Background: an optimization exercise with open tools, aiming at small area, a short achievable clock period and few clock cycles per item. Do not read the settings as production practice.
Function not checked in this run: the RTL went through the layout flow alone.

[flow/flow/run.sh]
#!/bin/bash
set -euo pipefail
rm -rf scripts
cp -r "$FLOW_HOME/scripts" scripts
cat > scripts/abc_speed.script <<'EOT'
&get -n
&st
&dch
&nf -R 1000
&put
buffer -c
topo
stime -c
upsize -c
dnsize -c
EOT
bash standard.sh SCRIPTS_DIR="$PWD/scripts" SETUP_SLACK_MARGIN=5.6 \
  "BUFFER_PORTS_ARGS=-buffer_cell sky130_fd_sc_hd__buf_1" \
  "CTS_ARGS=-sink_clustering_enable -repair_clock_nets -dont_use_dummy_load -sink_clustering_size 24 -sink_clustering_max_diameter 120" finish > standard.log 2>&1
[flow/constraint.sdc]
create_clock -name core_clock -period 9.0 [get_ports {clk}]
set_input_delay 1.8000 -clock core_clock [delete_from_list [all_inputs] [get_ports {clk}]]
set_output_delay 1.8000 -clock core_clock [all_outputs]
set_load 0.01 [all_outputs]
[flow/standard.sh]
#!/bin/bash
# synth_recipe.tcl (not shown) runs the flow's synth.tcl, then flattens the netlist and writes it again
# the make line also repeats each setting of config.mk as NAME=value (left out here)
make -C /OpenROAD-flow-scripts/flow DESIGN_CONFIG=/design/flow/config.mk WORK_HOME=/design/flow/orfs CLKGATE_MAP_FILE= SYNTH_SCRIPT=/design/flow/synth_recipe.tcl "${@:-finish}"
[flow/design.v]
module aes_sbox_top (
    input  wire [7:0] in,
    output wire [3:0] inv,
    output wire [9:0] tv      
);
    wire U0 = in[7], U1 = in[6], U2 = in[5], U3 = in[4];
    wire U4 = in[3], U5 = in[2], U6 = in[1], U7 = in[0];
    wire T1 = U0 ^ U3;
    wire T2 = U0 ^ U5;
    wire T3 = U0 ^ U6;
    wire T4 = U3 ^ U5;
    wire T5 = U4 ^ U6;
    wire T6 = T1 ^ T5;
    wire T7 = U1 ^ U2;
    wire T8 = U7 ^ T6;
    wire T9 = U7 ^ T7;
    wire T10 = T6 ^ T7;
    wire T11 = U1 ^ U5;
    wire T12 = U2 ^ U5;
    wire T13 = T3 ^ T4;
    wire T14 = T6 ^ T11;
    wire T15 = T5 ^ T11;
    wire T16 = T5 ^ T12;
    wire T17 = T9 ^ T16;
    wire T18 = U3 ^ U7;
    wire T19 = T7 ^ T18;
    wire T20 = T1 ^ T19;
    wire T21 = U6 ^ U7;
    wire T22 = T7 ^ T21;
    wire T23 = T2 ^ T22;
    wire T24 = T2 ^ T10;
    wire T25 = T20 ^ T17;
    wire T26 = T3 ^ T16;
    wire T27 = T1 ^ T12;
    wire M1 = T13 & T6;
    wire M2 = T23 & T8;
    wire M3 = T14 ^ M1;
    wire M4 = T19 & U7;
    wire M5 = M4 ^ M1;
    wire M6 = T3 & T16;
    wire M7 = T22 & T9;
    wire M8 = T26 ^ M6;
    wire M9 = T20 & T17;
    wire M10 = M9 ^ M6;
    wire M11 = T1 & T15;
    wire M12 = T4 & T27;
    wire M13 = M12 ^ M11;
    wire M14 = T2 & T10;
    wire M15 = M14 ^ M11;
    wire M16 = M3 ^ M2;
    wire M17 = M5 ^ T24;
    wire M18 = M8 ^ M7;
    wire M19 = M10 ^ M15;
    wire M20 = M16 ^ M13;
    wire M21 = M17 ^ M15;
    wire M22 = M18 ^ M13;
    wire M23 = M19 ^ T25;
    wire M24 = M22 ^ M23;
    wire M25 = M22 & M20;
    wire M26 = M21 ^ M25;
    wire M27 = M20 ^ M21;
    wire M28 = M23 ^ M25;
    wire M29 = M28 & M27;
    wire M30 = M26 & M24;
    wire M31 = M20 & M23;
    wire M32 = M27 & M31;
    wire M33 = M27 ^ M25;
    wire M34 = M21 & M22;
    wire M35 = M24 & M34;
    wire M36 = M24 ^ M25;
    wire M37 = M21 ^ M29;
    wire M38 = M32 ^ M33;
    wire M39 = M23 ^ M30;
    wire M40 = M35 ^ M36;
    assign inv = {M37, M38, M39, M40};
    assign tv  = {T1, T2, T3, T6, T8, T9, T15, T16, T19, T23};
endmodule
module aes_sbox_bot (
    input  wire [9:0] tv,
    input  wire [3:0] inv,
    output wire [7:0] out
);
    wire T1 = tv[9];
    wire T2 = tv[8];
    wire T3 = tv[7];
    wire T6 = tv[6];
    wire T8 = tv[5];
    wire T9 = tv[4];
    wire T15 = tv[3];
    wire T16 = tv[2];
    wire T19 = tv[1];
    wire T23 = tv[0];
    wire T4 = T1 ^ T2;
    wire T10 = T8 ^ T9;
    wire T13 = T19 ^ T23;
    wire T17 = T9 ^ T16;
    wire T20 = T1 ^ T19;
    wire T22 = T2 ^ T23;
    wire T27 = T6 ^ T16;
    wire U7 = T6 ^ T8;
    wire M37 = inv[3], M38 = inv[2], M39 = inv[1], M40 = inv[0];
    wire M41 = M38 ^ M40;
    wire M42 = M37 ^ M39;
    wire M43 = M37 ^ M38;
    wire M44 = M39 ^ M40;
    wire M45 = M42 ^ M41;
    wire M46 = M44 & T6;
    wire M47 = M40 & T8;
    wire M48 = M39 & U7;
    wire M49 = M43 & T16;
    wire M50 = M38 & T9;
    wire M51 = M37 & T17;
    wire M52 = M42 & T15;
    wire M53 = M45 & T27;
    wire M54 = M41 & T10;
    wire M55 = M44 & T13;
    wire M56 = M40 & T23;
    wire M57 = M39 & T19;
    wire M58 = M43 & T3;
    wire M59 = M38 & T22;
    wire M60 = M37 & T20;
    wire M61 = M42 & T1;
    wire M62 = M45 & T4;
    wire M63 = M41 & T2;
    wire L0 = M61 ^ M62;
    wire L1 = M50 ^ M56;
    wire L2 = M46 ^ M48;
    wire L3 = M47 ^ M55;
    wire L4 = M54 ^ M58;
    wire L5 = M49 ^ M61;
    wire L6 = M62 ^ L5;
    wire L7 = M46 ^ L3;
    wire L8 = M51 ^ M59;
    wire L9 = M52 ^ M53;
    wire L10 = M53 ^ L4;
    wire L11 = M60 ^ L2;
    wire L12 = M48 ^ M51;
    wire L13 = M50 ^ L0;
    wire L14 = M52 ^ M61;
    wire L15 = M55 ^ L1;
    wire L16 = M56 ^ L0;
    wire L17 = M57 ^ L1;
    wire L18 = M58 ^ L8;
    wire L19 = M63 ^ L4;
    wire L20 = L0 ^ L1;
    wire L21 = L1 ^ L7;
    wire L22 = L3 ^ L12;
    wire L23 = L18 ^ L2;
    wire L24 = L15 ^ L9;
    wire L25 = L6 ^ L10;
    wire L26 = L7 ^ L9;
    wire L27 = L8 ^ L10;
    wire L28 = L11 ^ L14;
    wire L29 = L11 ^ L17;
    assign out[7] = L6 ^ L24;
    assign out[6] = ~(L16 ^ L26);
    assign out[5] = ~(L19 ^ L28);
    assign out[4] = L6 ^ L21;
    assign out[3] = L20 ^ L22;
    assign out[2] = L25 ^ L29;
    assign out[1] = ~(L13 ^ L27);
    assign out[0] = ~(L6 ^ L23);
endmodule
module aes_enc_core (
    input  wire         clk,
    input  wire         rst,         
    input  wire         in_valid,
    output wire         in_ready,
    input  wire         key_256,     
    input  wire [255:0] key,
    input  wire [127:0] block_in,
    output reg          out_valid,
    output wire [127:0] block_out
);
    genvar i;
    integer b;
    reg  [127:0] st1;
    reg  [255:0] k1;
    reg          busy1, mode1, last1;
    reg  [3:0]   round1;
    reg          ksel_w, ksel_rw, ksel_rh;
    reg  [223:0] m2;         
    reg  [55:0]  km2;        
    reg  [255:0] k2;
    reg          busy2, mode2, last2;
    reg  [3:0]   round2;
    reg  [127:0] out_q;
    reg          in_ready_q;
    assign block_out = out_q;
    assign in_ready = in_ready_q;
    wire load = in_ready;
    wire [127:0] ark = st1 ^ k1[255:128];
    wire [31:0]  kx_in = ({32{ksel_w}}  & k1[31:0])
                       | ({32{ksel_rw}} & {k1[23:0], k1[31:24]})
                       | ({32{ksel_rh}} & {k1[151:128], k1[159:152]});
    wire [63:0]  inv1;
    wire [159:0] tv1;
    wire [15:0]  kinv1;
    wire [39:0]  ktv1;
    generate
        for (i = 0; i < 16; i = i + 1) begin : g_sbt
            aes_sbox_top u_t (.in(ark[127-8*i -: 8]), .inv(inv1[63-4*i -: 4]),
                             .tv(tv1[159-10*i -: 10]));
        end
        for (i = 0; i < 4; i = i + 1) begin : g_ksbt
            aes_sbox_top u_t (.in(kx_in[31-8*i -: 8]), .inv(kinv1[15-4*i -: 4]),
                             .tv(ktv1[39-10*i -: 10]));
        end
    endgenerate
    wire [127:0] sub;
    generate
        for (i = 0; i < 16; i = i + 1) begin : g_sbb
            aes_sbox_bot u_b (.tv(m2[223-14*i -: 10]), .inv(m2[213-14*i -: 4]),
                              .out(sub[127-8*i -: 8]));
        end
    endgenerate
    wire [127:0] shifted;
    generate
        for (i = 0; i < 16; i = i + 1) begin : g_sr
            localparam integer R = i % 4;
            localparam integer C = i / 4;
            localparam integer SRC = ((C + R) % 4) * 4 + R;
            assign shifted[127-8*i -: 8] = sub[127-8*SRC -: 8];
        end
    endgenerate
    wire [127:0] mixed;
    generate
        for (i = 0; i < 4; i = i + 1) begin : g_mc
            wire [7:0] a0 = shifted[127-32*i -: 8];
            wire [7:0] a1 = shifted[119-32*i -: 8];
            wire [7:0] a2 = shifted[111-32*i -: 8];
            wire [7:0] a3 = shifted[103-32*i -: 8];
            wire [7:0] d0 = a0 ^ a1;
            wire [7:0] d1 = a1 ^ a2;
            wire [7:0] d2 = a2 ^ a3;
            wire [7:0] d3 = a3 ^ a0;
            wire [7:0] x0 = {d0[6:0], 1'b0} ^ (d0[7] ? 8'h1b : 8'h00);
            wire [7:0] x1 = {d1[6:0], 1'b0} ^ (d1[7] ? 8'h1b : 8'h00);
            wire [7:0] x2 = {d2[6:0], 1'b0} ^ (d2[7] ? 8'h1b : 8'h00);
            wire [7:0] x3 = {d3[6:0], 1'b0} ^ (d3[7] ? 8'h1b : 8'h00);
            assign mixed[127-32*i -: 8] = x0 ^ (a1 ^ d2);
            assign mixed[119-32*i -: 8] = x1 ^ (a2 ^ d3);
            assign mixed[111-32*i -: 8] = x2 ^ (a3 ^ d0);
            assign mixed[103-32*i -: 8] = x3 ^ (a0 ^ d1);
        end
    endgenerate
    wire [31:0] kx_sub;
    generate
        for (i = 0; i < 4; i = i + 1) begin : g_ksbb
            aes_sbox_bot u_b (.tv(km2[55-14*i -: 10]), .inv(km2[45-14*i -: 4]),
                              .out(kx_sub[31-8*i -: 8]));
        end
    endgenerate
    wire        kx_rot = !mode2 || round2[0];
    reg  [7:0]  rcon2;
    always @(*) begin
        case (mode2 ? {1'b0, round2[3:1]} : round2 - 4'd1)
            4'd0:    rcon2 = 8'h01;
            4'd1:    rcon2 = 8'h02;
            4'd2:    rcon2 = 8'h04;
            4'd3:    rcon2 = 8'h08;
            4'd4:    rcon2 = 8'h10;
            4'd5:    rcon2 = 8'h20;
            4'd6:    rcon2 = 8'h40;
            4'd7:    rcon2 = 8'h80;
            4'd8:    rcon2 = 8'h1b;
            4'd9:    rcon2 = 8'h36;
            default: rcon2 = 8'h00;
        endcase
    end
    wire [31:0] b0 = k2[255:224] ^ {kx_rot ? rcon2 : 8'h00, 24'h0};
    wire [31:0] b1 = b0 ^ k2[223:192];
    wire [31:0] b2 = b1 ^ k2[191:160];
    wire [31:0] b3 = b2 ^ k2[159:128];
    wire [127:0] next_words = {b0, b1, b2, b3} ^ {4{kx_sub}};
    wire [127:0] tk_base = mode2 ? k2[127:0] : {b0, b1, b2, b3};
    wire [31:0]  tk_sub  = mode2 ? 32'h0 : kx_sub;
    always @(posedge clk) begin
        for (b = 0; b < 16; b = b + 1)
            m2[223-14*b -: 14] <= {tv1[159-10*b -: 10], inv1[63-4*b -: 4]};
        for (b = 0; b < 4; b = b + 1)
            km2[55-14*b -: 14] <= {ktv1[39-10*b -: 10], kinv1[15-4*b -: 4]};
        k2     <= k1;
        mode2  <= mode1;
        round2 <= round1;
        last2  <= last1;
        out_q <= (shifted ^ tk_base) ^ {4{tk_sub}};
        if (load) begin
            st1    <= block_in;
            k1     <= key;
            mode1  <= key_256;
            round1 <= 4'd1;
            last1  <= 1'b0;
            ksel_w  <= 1'b0;
            ksel_rw <= key_256;
            ksel_rh <= !key_256;
        end else begin
            st1    <= mixed;
            k1     <= {mode2 ? k2[127:0] : next_words, next_words};
            mode1  <= mode2;
            round1 <= round2 + 4'd1;
            last1  <= (round2 == (mode2 ? 4'd13 : 4'd9));
            ksel_w  <= mode2 && round2[0];
            ksel_rw <= mode2 && !round2[0];
            ksel_rh <= !mode2;
        end
    end
    always @(posedge clk) begin
        if (rst) begin
            busy1     <= 1'b0;
            busy2     <= 1'b0;
            out_valid <= 1'b0;
            in_ready_q <= 1'b1;
        end else begin
            busy2     <= busy1;
            busy1     <= load ? in_valid : (busy2 && !last2);
            out_valid <= busy2 && last2;
            in_ready_q <= (!busy1 || last1) &&
                          (load ? (!in_valid || !key_256)
                                : (!busy2 || last2 || !mode2 || round2 >= 4'd4));
        end
    end
endmodule
[flow/config.mk]
export PLATFORM = sky130hd
export DESIGN_NAME = aes_enc_core
export DESIGN_NICKNAME = aes_enc_core
export VERILOG_FILES = /design/flow/design.v
export SDC_FILE = /design/flow/constraint.sdc
export NUM_CORES = 8
export LEC_CHECK = 0
export CAP_MARGIN = 20
export CORE_MARGIN = 2
export CORE_UTILIZATION = 60
export PLACE_DENSITY = 0.7
export SETUP_SLACK_MARGIN = 5
export SLEW_MARGIN = 20
==> impl_metrics.tcl <==
set metrics [dict create \
    critical_path_buf_inv_count 0 \
    clock-sinks 1067 \
    cp.arrival_ns 3.94 \
    type_of_origin_of_the_critical_path "flop" \
    detail_route.iter0.violations 4451 \
    initial_antenna_violation_count 5 \
    status "finished clean" \
    synthDominantAreaCellType "sky130_fd_sc_hd__dfxtp_1" \
    grt.overflow.total 0 \
    maxSlewViolCount 0 \
    worst_hold_slack_ns 0.307 \
    postSynthAreaPerCell_sq_um 9.29 \
    tritoncts.num_buffers 50 \
    worstSetupEndpointType "flop" \
    track_usage_pct 36.2 \
    crit_path_frequent_cell "sky130_fd_sc_hd__xnor2_1" \
    maximum_number_of_pins_on_one_net_before_global_route_repair 157 \
    hold_class "flop to flop" \
    critical_path.cell_chain "xor2_1 -> nand2_1 -> xnor2_1 -> xnor2_1 -> xnor2_1 -> xnor2_1 -> xnor2_1 -> xnor2_1 -> o21ai_0" \
    post_synth_num_cell_types 38 \
    report.final.hold_viol_count 0 \
    clock-root-buffer "sky130_fd_sc_hd__clkbuf_16" \
    initial_standard_cell_utilization_of_the_core_pct 60.4 \
    fin_util_pct 68.5 \
    global_route_wire_length_before_repair_um 262000 \
    synthesis.instances 6160 \
    tightestPinTransition_ns 1.23 \
    clkLatencyLatePin_ns 0.67 \
    netlist_top_cells_area "sky130_fd_sc_hd__dfxtp_1 (37%), sky130_fd_sc_hd__xnor2_1 (28%), sky130_fd_sc_hd__xor2_1 (14%)" \
    finalClockSkew_ns 0.0452 \
    cts.htree.levels 2 \
    areaGrowthSynthToFinish_pct 13.5 \
    route.detailed.drc 0 \
    ctsLongestPathBuffers 3 \
    finalCritPeriodShare_pct 38.1 \
    avgRoutedWirePerCell_um 23.0 \
    clkSlewWorstSetupHoldPaths_ns 0.10 \
    top_level_ports 518 \
    final_weighted_congestion_of_routability_driven_global_placement 1.00 \
    core_area_sq_um 94700 \
    cp_slowest_cell "sky130_fd_sc_hd__xnor2_1" \
    postSynthNetCount 6591 \
    setup_viol 0 \
    setup_total_negative_slack_ns 0 \
    maxSlewHeadroom_pct 17.4 \
    route.antenna.remaining_nets 0 \
    via_count 42800 \
    nFillCells 7947 \
    final_nets 7206 \
    mappedNetlistArea_sq_um 57200 \
    most-common-layout-cells "sky130_fd_sc_hd__xnor2_1 (1,666), sky130_fd_sc_hd__dfxtp_1 (1,062), sky130_fd_sc_hd__nand2_1 (887)" \
    synthArstFlopShare_pct 0 \
    cts_tree "done" \
    post-place-cells 7882 \
    area_enclosed_by_the_die_boundary_sq_um 97800 \
    critical-path-max-stage-delay_ns 0.83 \
    ys_seq_area_share_pct 37.3 \
    fp-row-count 113 \
    cp.required_ns 9.51 \
    post_cts_hold_buffer_count 0 \
    critical_path_class "flop to flop" \
    path_max_fanout 5 \
    layout-drive-gt1-share_pct 7.50 \
    critical-path-top-delay-family "XOR/XNOR gates" \
    die_x_um 313 \
    layout_min_cycle_time_ns 3.43 \
    synth_top_cell_area_share_pct 37.3 \
    synthFlopType "sky130_fd_sc_hd__dfxtp_1" \
    setup_repair_after_global_routing_missed_its_margin "yes" \
    hpwl_um 148000 \
    maxCapViolCount 0 \
    placement.setup.worst_slack_ns 4.64 \
    die_height_um 313 \
    max_clock_freq_ghz 0.292 \
    final_worst_path_setup_slack_ns 5.57 \
    postSynthRegisterBits 1067 \
    first_pass_iters 8 \
    synth_edf_count 0 \
    routed_wl_um 185000 \
    first_global_vias 40700 \
    place.port_buffers 517 \
    detailed_route_vias_per_instance 5.32 \
    stdcell_count 8042 \
    ys_warn_count 1 \
    mostFrequentLayoutCell "sky130_fd_sc_hd__xnor2_1" \
]
path summary, 6_finish.rpt:
path,start,endpoint,slack [ns],cells past startpoint
worst max-delay path,m2[169],st1[93],5.57,9
worst min-delay path,k1[46],k2[46],0.31,0
worst max register to register,m2[169],st1[93],5.57,9
worst min register to register,k1[46],k2[46],0.31,0
through the flow:
step           instance area [sq um]
6_report                       64900
5_1_grt                        64900
4_1_cts                        63100
3_5_place_dp                   60900
3_3_place_gp                   60900
2_1_floorplan                  57200
what timing repair did:
item / in CTS / in global routing
setup buffers: 36 / 68
gates resized for setup: 98 / 166
gates cloned: 0 / 2
endpoints found under the setup margin: 252 / 234
pin swaps: 25 / 48
flip-flops by register name, indices dropped and copies added, names as in the netlist, 4 cells and up:
| name | cells |
|---|---|
| m2 | 224 |
| st1 | 128 |
| round1 | 4 |
| km2 | 56 |
| round2 | 4 |
| k1 | 256 |
| k2 | 256 |
| out_q | 128 |
logic make-up after synthesis:
family | count (synthesis) | synth area share [%]
AOI/OAI and AO/OA | 612 | 6.18
xor gates and xnor gates | 2784 | 43.4
adders and majority gates | 43 | 0.940
buffers and inverters | 196 | 1.33
DFF | 1067 | 37.3
muxes | 25 | 0.440
and+or+nand+nor | 1433 | 10.4
synthesized netlist by cell type (all sizes together), types with 32 or more instances:
library cell / number
clkbuf: 127
ha: 43
a222oi: 32
nand2b: 133
xor2: 929
nor2: 317
o21ai: 373
a21oi: 80
and2: 41
inv: 51
a21o: 107
dfxtp: 1067
nand2: 887
xnor2: 1853
cell type report:
| cell class | instances | area [sq um] | area share, % |
|---|---|---|---|
| repair buffers | 707 | 3480 | 5.37 |
| diodes | 4 | 10.0 | 0.0154 |
| inverters | 52 | 208 | 0.320 |
| clock buffers | 50 | 1250 | 1.93 |
| well taps | 1265 | 1580 | 2.44 |
| flip-flops and latches | 1067 | 21400 | 32.9 |
| multi-input cells | 4897 | 37000 | 57.0 |
metal layers:
metal  routed length, um  share of wire, %  global-route usage (%)
met5                   0                 0                       0
met4                8860               4.8                    14.1
met3               13500               7.3                    4.34
met2               81800                44                    56.6
met1               80500                44                    51.1

-- afterwards: timing with drivers on the ports --
In the flow no input, the clock included, has a driving cell. The finished layout below was timed again as built, in two steps.
Step 1 assumes that a clkbuf_16 drives the clock port and a buf_2 every other input.
Step 2 also shifts input and output timing later by t, the mid clock arrival at the registers, as if the neighbouring blocks saw the same clock.
a / b / c = ideal ports / drivers / drivers and shift; a / b = the first two.
shift t [ns]: 0.724
slack for setup (ns): 5.575 / 5.575 / 5.575
latest minus earliest clock arrival (ns): 0.047 / 0.048
slew at the worst register clock pin (ns): 0.11 / 0.11
pins driven straight from the clock port: 1
After both steps setup and hold are still met in this run. The setup slack of this run moves by 0.000 ns with the drivers and by 0.000 ns with both steps.
